This is an optimization exercise on Yosys and OpenROAD, whose aim is small area, a short achievable clock period and few clock cycles, not a production implementation.
Where RTL was checked, it was by simulation tests only, not by an equivalence proof against the original.
The RTL of run 1 was laid out without a check of its function.

==> flow/design.v (outline; a module is shown in full before it is edited, if it fits) <==
// module arc_detector: 1517 lines
module arc_detector (
    input  wire        clk,
    input  wire        rst,         
    input  wire [14:0] depth,       
    input  wire [14:0] alpha,       
    input  wire [14:0] floor_q,     
    input  wire [5:0]  confirm,     
    input  wire [15:0] holdoff,     
    input  wire [7:0]  limit,       
    input  wire [15:0] learn,       
    input  wire        latch_in,    
    input  wire        s_valid,
    input  wire [15:0] s_data,      
    input  wire        s_clr,       
    output wire        s_ready,
    output reg         r_valid,
    output reg         r_evt,       
    output reg         r_inh,       
    output reg         r_latch,     
    output reg  [31:0] r_arcs       
);
  // ...
==> flow/flow/run.sh <==
#!/bin/bash
# The standard layout, with timing repair asked to leave setup slack so that
# the design runs well below the fixed clock period.
set -euo pipefail
bash standard.sh SETUP_SLACK_MARGIN=8 finish > standard.log 2>&1
==> flow/standard.sh <==
#!/bin/bash
# synth_recipe.tcl (not shown) runs the flow's synth.tcl, then flattens the netlist and writes it again
# the make line also repeats each setting of config.mk as NAME=value (left out here)
make -C /OpenROAD-flow-scripts/flow DESIGN_CONFIG=/design/flow/config.mk WORK_HOME=/design/flow/orfs CLKGATE_MAP_FILE= SYNTH_SCRIPT=/design/flow/synth_recipe.tcl "${@:-finish}"
==> flow/config.mk <==
export PLATFORM = sky130hd
export DESIGN_NAME = arc_detector
export DESIGN_NICKNAME = arc_detector
export VERILOG_FILES = /design/flow/design.v
export SDC_FILE = /design/flow/constraint.sdc
export NUM_CORES = 4
export LEC_CHECK = 0
export CAP_MARGIN = 20
export CORE_MARGIN = 2
export CORE_UTILIZATION = 55
export SLEW_MARGIN = 20
==> flow/constraint.sdc <==
create_clock -name core_clock -period 14.0 [get_ports {clk}]
set_input_delay 2.8000 -clock core_clock [delete_from_list [all_inputs] [get_ports {clk}]]
set_output_delay 2.8000 -clock core_clock [all_outputs]
set_load 0.01 [all_outputs]
==> results.cfg, run 1 <==
[yosys]
synth_area_leaders = fa_1, dfxtp_1, ha_1, a21oi_1, inv_1
yosysMostFrequentCell = inv_1
synth-edff-count = 18
yosysWarningCount = 1
ys_seq_elements = 163
synth_xor_area_share_pct = 4.54
syn_inst = 3267

[layout]
nClkBuffers = 22
num-nets-final = 3915
bufAreaShareNonClock_pct = 13.1
fin_area_um2 = 31100
reg.largest.list = r_arcs x32, b x31

[cts]
h-tree-depth = 4
clkSinkCount = 163

[sta]
hold_viol_final = 0
timing.slew.headroom_pct = 39.0
tightest_slew_ps = 911

[outcome]
status = complete, no violations

[die]
nWellTaps = 600
num_rows = 78

[place]
io_buffers = 147
place_area_um2 = 27000

[routing]
met2_length_mm = 41.9
drc_errors = 0

[setup_path]
r2r-start = dq[15]
==> inputs of run 2 (changes only) <==
--- a/flow/design.v
+++ b/flow/design.v
@@ -15,46 +15,55 @@
     output wire        s_ready,
     output reg         r_valid,
     output reg         r_evt,       
     output reg         r_inh,       
     output reg         r_latch,     
     output reg  [31:0] r_arcs       
 );
     localparam [10:0] POLL_LAST = 11'd1999;    
-    assign s_ready = 1'b1;
     reg               va, vb;
     reg  signed [15:0] xa;
     reg               x15;           
     reg               ca, clr;
     reg        [15:0] dq;            
     reg        [14:0] alpha_r;
     reg        [14:0] d_r;           
     wire       [15:0] dq_next;
+    wire              stall;
+    assign s_ready = ~stall;
     always @(posedge clk) begin
-        va      <= s_valid & ~rst;
-        xa      <= s_data;
-        ca      <= s_clr;
-        vb      <= va & ~rst;
-        x15     <= xa[15];
-        clr     <= ca;
-        dq      <= dq_next;
+        if (rst) begin
+            va <= 1'b0;
+            vb <= 1'b0;
+        end else if (!stall) begin
+            va <= s_valid;
+            vb <= va;
+        end
+        if (!stall) begin
+            xa  <= s_data;
+            ca  <= s_clr;
+            x15 <= xa[15];
+            clr <= ca;
+        end
+        dq      <= stall ? {x15, {15{~x15}}} : dq_next;
         alpha_r <= alpha;
         d_r     <= depth;
     end
-    wire xv = vb;
+    wire xv = vb & ~stall;
     reg signed [30:0] b;
     reg        [15:0] c;
     reg               m_hold, m_learn;
     reg        [10:0] poll;
     wire signed [15:0] bq = b[30:15];
     wire [14:0] bq_u = b[29:15];
     wire above_floor = ~b[30] & (b[29:15] >= floor_q);
     wire ovf = (x15 ^ b[30]) & (dq[15] ^ x15);
-    wire [15:0] s = ovf ? {x15, {15{~x15}}} : dq;
+    assign stall = vb & ovf;
+    wire [15:0] s = dq;
     wire ba_one0 = alpha_r[0] ^ 1'b0;
     wire ba_two0 = (alpha_r[1] & ~alpha_r[0] & ~1'b0) | (~alpha_r[1] & alpha_r[0] & 1'b0);
     wire ba_neg0 = alpha_r[1];
     wire ba_one1 = alpha_r[2] ^ alpha_r[1];
     wire ba_two1 = (alpha_r[3] & ~alpha_r[2] & ~alpha_r[1]) | (~alpha_r[3] & alpha_r[2] & alpha_r[1]);
     wire ba_neg1 = alpha_r[3];
     wire ba_one2 = alpha_r[4] ^ alpha_r[3];
     wire ba_two2 = (alpha_r[5] & ~alpha_r[4] & ~alpha_r[3]) | (~alpha_r[5] & alpha_r[4] & alpha_r[3]);
==> flow/flow/run.sh (replaced) <==
#!/bin/bash
# The standard layout, with timing repair asked to leave setup slack so that
# the design runs well below the fixed clock period.
set -euo pipefail
bash standard.sh SETUP_SLACK_MARGIN=7 finish > standard.log 2>&1
==> run 2 against run 1 <==
Against the previous run: core utilization is 7.9 points lower; non-clock buffer count is 143 lower; critical path type unchanged; largest cell class unchanged; highest routed layer unchanged.
==> results.cfg, run 2 <==
[outcome]
status = complete, no violations

[setup_path]
reg2reg_slack_ps = 7210
crit_type = reg2reg
reg2reg_depth = 23
r2r_end = dq[15]
crit_path_max_incr_delay_ps = 600
cp.arrival_ps = 7180
startpoint_type = flip-flop
end_kind = flip-flop
crit_chain = buf_6, xor2_1, and2_1, a22oi_1, o21ai_0, fa_1, inv_1, fa_1, fa_1, inv_1, fa_1, inv_1, ha_1, nand3_1, nor4_4, o311ai_0, a211oi_1, a211oi_2, a311o_2, buf_8, or3b_2, mux2i_1, nor2_1
cpMostUsedCell = fa_1
crit_path_top_delay_cell = fa_1
crit_path_max_fanout = 88
required_ps = 14390
r2r-start = d_r[5]

[routing]
drc_errors = 0
ant_nets = 0
routed_wl_mm = 90.3
firstDrtPassIters = 6
wl_per_cell_um = 23.2
drtIter0Drc = 2723
num_vias = 25800
avgViaCountPerCell = 6.61

[place]
io_buffers = 148
gp_congestion = 0.978
hpwl_mm = 64.9
place.detailed.instances = 3859
place_area_um2 = 27500
place_ws_ps = 5790

[sta]
rsz0062_at_grt = yes
hold_slack_ps = 424
fin_ws_ps = 7210
tns_ps = 0
finClkSkew_ps = 17.5
maxSlewViolCount = 0
period_share_pct = 48.5
setup_violations = 0
tightest_slew_ps = 1010
layout_min_cycle_time_ps = 6790
timing.slew.headroom_pct = 32.1
hold_viol_final = 0
fmax_mhz = 147

[die]
dieArea_um2 = 48900
die_width_um = 221
core_region_area_um2 = 46600
start_util_pct = 55.7
boundaryPins = 149
num_rows = 79
die_y_um = 221

[layout]
layout_common_cells = inv_1, nor2_1, a21oi_1
fin_area_um2 = 28400
largest_reg_flops = 32
synthToLayoutAreaGrowth_pct = 9.40
finish.utilization_pct = 60.9
num-nets-final = 3811
num_antenna_cells = 0
finalNonFillerCells = 3898
mostFrequentLayoutCell = inv_1
reg.largest.list = r_arcs x32, b x31
regMostFlops = r_arcs
drive_gt1_share_pct = 5.41

[yosys]
async_flop_share_pct = 0
yosysTopAreaCellShare_pct = 18.0
synth_ff_type = dfxtp_1
synth_area_leaders = fa_1, dfxtp_1, ha_1, a21oi_1, inv_1
synth_cell_type_count = 82
yosysWarningCount = 1
synth_common_cells = inv_1, nor2_1, a21oi_1, clkbuf_1, fa_1
synth-edff-count = 37
yosysMostFrequentCell = inv_1
ys_seq_elements = 163
yosysSeqAreaShare_pct = 14.0
syn-mean-instance-area_um2 = 7.78
syn_area_um2 = 25900
yosys.area.top_type = fa_1
synth_nets = 3867
syn_inst = 3334

[min_path]
min_to = clr
hold_depth = 0
hold_path.startpoint = ca
min_path_type = reg2reg

[cts]
cts-root-buf = clkbuf_16
clock_path_buffers = 2
cts_tree = done
clk_pin_slew_ps = 80
postCtsHoldBufs = 0
cts_buffers = 17
h-tree-depth = 4
clk_latency_ps = 510
clkSinkCount = 163

[grt]
grt_max_degree = 89
grt-ovfl-total = 0
antenna_found_initial = 0
track_usage_pct = 36.4
grt_pass1_vias = 24000
grt_pass1_wl_mm = 140

[flow_run]
drv_cap = 0
## run 2: changes by cell type after synthesis, sizes merged, moves of 19 or more
cell and delta:
a21o -22, xor2 +28, xnor2 -20, a211oi +30, nor2 -26, edfxtp +19, o22ai -51, dfxtp -19
## run 2: layout make-up
class,count,area (um^2)
tap,607,759
multi-input combinational,2521,20000
inverter,362,1380
clock buffer,20,468
timing repair buffer,212,1990
timing repair inverter,1,5.00
sequential,163,3650
clock inverter,12,110
fill,4267,18200
## run 2: metal layers
metal,track usage (%),wire length [um]
met1,47.9,36000
met5,0,0
met3,5.15,7570
met4,19.4,4760
met2,58.1,41900
## run 2: logic make-up (layout without fill, tap and decap cells)
logic type / count (synthesis) / count (layout) / share of synthesized area [%]
AO/OA/AOI/OAI: 1069 / 1069 / 27.6
XOR/XNOR: 138 / 138 / 4.66
adder cells (fa/ha/maj): 431 / 431 / 27.4
buffers and inverters: 650 / 607 / 9.55
flip-flops: 163 / 163 / 14.0
multiplexers: 40 / 40 / 1.54
AND/OR/NAND/NOR: 843 / 843 / 15.2
## run 2: worst max-delay path by stage
stage                            end   startpoint  slack [ps]
after floorplan           r_arcs[17]       d_r[1]        7840
after global placement    r_arcs[19]       d_r[7]        6060
after detailed placement      dq[12]   alpha_r[6]        5790
after CTS                     dq[12]   alpha_r[4]        6970
after global routing          dq[12]  alpha_r[12]        6960
final                         dq[15]       d_r[5]        7210
## run 2: worst max-delay path: cells and delay by family, from the launching register on
family / cells / cell delay [ps]
AOI/OAI and AO/OA: 6 / 1520
xor gates and xnor gates: 1 / 120
adders and majority gates: 5 / 2320
buffers and inverters: 5 / 650
DFF: 1 / 330
muxes: 1 / 150
and+or+nand+nor: 5 / 1520
## run 2: repair_timing
item,in CTS,in global routing
endpoints found under the setup margin,99,74
gates resized for setup,34,39
cloned,0,1
pin swaps,0,2
setup buffers,0,6
Testbench counts of run 2, summed over its fixed seeds: cycles 192,024.
==> inputs of run 3 (changes only) <==
==> flow/flow/run.sh (replaced) <==
#!/bin/bash
# The standard layout, with timing repair asked to leave setup slack so that
# the design runs well below the fixed clock period.
set -euo pipefail
bash standard.sh SETUP_SLACK_MARGIN=6 finish > standard.log 2>&1
==> run 3 against run 2 <==
Against the previous run: synthesized cell count unchanged; final cell count down 0.18%; sequential share of layout area is 0.087 points higher; highest routed layer unchanged; non-clock buffer count is 6 lower; hold slack better by 2.2 ps; still clean; area after synthesis did not move; clock skew shrank 0.81 ps.
==> results.cfg, run 3 <==
[place]
hpwl_mm = 64.9
gp_congestion = 0.978
place.detailed.instances = 3859
io_buffers = 148
place_ws_ps = 5790

[layout]
num-nets-final = 3804
finish.utilization_pct = 60.4
layout_common_cells = inv_1, nor2_1, a21oi_1
largest_reg_flops = 32
num_antenna_cells = 0
regMostFlops = r_arcs
reg.largest.list = r_arcs x32, b x31
synthToLayoutAreaGrowth_pct = 8.41
mostFrequentLayoutCell = inv_1
finalNonFillerCells = 3891
drive_gt1_share_pct = 4.48

[grt]
grt_pass1_vias = 24000
antenna_found_initial = 0
grt_max_degree = 89
grt-ovfl-total = 0
grt_pass1_wl_mm = 140
track_usage_pct = 36.3

[yosys]
synth_nets = 3867
yosys.area.top_type = fa_1
synth_cell_type_count = 82
syn_area_um2 = 25900
ys_seq_elements = 163
yosysMostFrequentCell = inv_1
yosysTopAreaCellShare_pct = 18.0
syn_inst = 3334
synth-edff-count = 37
yosysSeqAreaShare_pct = 14.0
synth_area_leaders = fa_1, dfxtp_1, ha_1, a21oi_1, inv_1
yosysWarningCount = 1
synth_ff_type = dfxtp_1
synth_common_cells = inv_1, nor2_1, a21oi_1, clkbuf_1, fa_1
syn-mean-instance-area_um2 = 7.78
async_flop_share_pct = 0

[sta]
tns_ps = 0
fmax_mhz = 131
hold_viol_final = 0
finClkSkew_ps = 16.7
setup_violations = 0
rsz0062_at_grt = yes
tightest_slew_ps = 1070
layout_min_cycle_time_ps = 7650
maxSlewViolCount = 0
fin_ws_ps = 6350
period_share_pct = 54.7
timing.slew.headroom_pct = 28.9

[cts]
clock_path_buffers = 2
h-tree-depth = 4
clk_latency_ps = 510
cts-root-buf = clkbuf_16
cts_tree = done
cts_buffers = 17
clkSinkCount = 163
clk_pin_slew_ps = 90

[setup_path]
cp.arrival_ps = 8070
path_buf_inv = 5
crit_chain = buf_4, clkinv_1, nor2_1, a22oi_1, o22ai_1, a21oi_1, fa_1, inv_1, fa_1, inv_1, fa_1, fa_1, fa_1, inv_1, ha_1, nand3_1, a41oi_1, nand2_1, o21ai_0, a21oi_1, o21bai_1, a211oi_1, or3_1, a31oi_1
r2r_end = dq[12]
cp.depth = 24
cpMostUsedCell = fa_1
end_kind = flip-flop
crit_end = dq[12]
crit_path_max_fanout = 52
crit_path_max_incr_delay_ps = 720
path_delay_family = adder cells
required_ps = 14420
crit_path_start = alpha_r[11]
crit_type = reg2reg
reg2reg_depth = 24
startpoint_type = flip-flop
reg2reg_slack_ps = 6350
crit_path_top_delay_cell = nor2_1
r2r-start = alpha_r[11]

[die]
start_util_pct = 55.7
boundaryPins = 149
core_region_area_um2 = 46600
die_width_um = 221
dieArea_um2 = 48900
num_rows = 79
die_y_um = 221

[min_path]
min_path_type = reg2reg

[routing]
ant_nets = 0
avgViaCountPerCell = 6.57
routed_wl_mm = 90.0
num_vias = 25600
wl_per_cell_um = 23.1
drc_errors = 0
firstDrtPassIters = 8
drtIter0Drc = 2954

[outcome]
status = complete, no violations

[flow_run]
drv_cap = 0
## run 3: worst min path at each step
stage,from,to,cells past startpoint
detailed placement,ca,clr,0
global placement,ca,clr,0
finish,ca,clr,0
floorplan,ca,clr,0
CTS,ca,clr,0
global route,ca,clr,0
## run 3: cell type report
cell class                      count  area (um^2)
Clock buffer                       20          468
Clock inverter                     12          110
Fill cell                        4318        18400
Inverter                          362         1360
Multi-Input combinational cell   2521        19900
Sequential cell                   163         3640
Tap cell                          607          759
Timing Repair Buffer              206         1910
## run 3: stage by stage
step                      instance area [um^2]  hold slack (ps)
after global routing                     28100              455
after floorplan                          25900              400
after CTS                                28100              428
after detailed placement                 27500              411
after global placement                   27500              406
final                                    28100              426
## run 3: worst register-to-register path: cells and delay by family (launching register included)
family	cells	cell delay [ps]
adder cells (fa/ha/maj)	6	2740
buffers and inverters	5	1170
AND/OR/NAND/NOR	4	1260
flip-flops	1	320
AO/OA/AOI/OAI	9	2080
## run 3: kinds of logic (layout without fill, tap and decap cells)
kind of cell | Yosys count | after routing | synth area share (%)
muxes | 40 | 40 | 1.54
adders and majority gates | 431 | 431 | 27.4
and+or+nand+nor | 843 | 843 | 15.2
buffers and inverters | 650 | 600 | 9.55
AOI/OAI and AO/OA | 1069 | 1069 | 27.6
xor gates and xnor gates | 138 | 138 | 4.66
DFF | 163 | 163 | 14.0
## run 3: what timing repair did
action                     in CTS  in global routing
hold buffers                    0                  0
setup endpoints to repair      15                 92
setup buffers                   0                  0
resized for setup               5                 10
hold endpoints to repair        0                  0
## run 3: per-layer routing
layer  routed length (um)  vias to the layer above  GRT usage [%]
met5                    0                        -              0
met3                 7770                      259           4.97
met2                41800                     1268           58.1
met1                35600                    12300           47.8
li1                     -                    11700              -
met4                 4720                        0           19.4

-- port drivers added, routing unchanged --
Ports are ideal in the flow. The routed layouts listed here were re-timed in OpenROAD. Step 1, drivers: a clkbuf_16 drives clk and a buf_2 each remaining input, both assumed. Step 2 also shifts input and output timing later by t, the mid clock arrival at the registers, as if the neighbouring blocks saw the same clock. a / b / c = ideal ports / drivers / drivers and shift; a / b = the first two.
run | t, ns | setup slack, ns | worst setup path at the end | latest minus earliest clock arrival (ns) | worst slew at a driven data input, ns
run 1 | 0.546 | 7.544 / 7.544 / 7.463 | input to register | 0.020 / 0.019 | 0.08
run 2 | 0.565 | 7.215 / 7.215 / 7.215 | register to register | 0.018 / 0.018 | 0.06
run 3 | 0.565 | 6.346 / 6.346 / 6.346 | register to register | 0.018 / 0.017 | 0.06
After both steps every run listed still meets setup and hold. The setup slack of run 1, which loses most, moves by 0.000 ns with the drivers and by -0.081 ns with both steps.
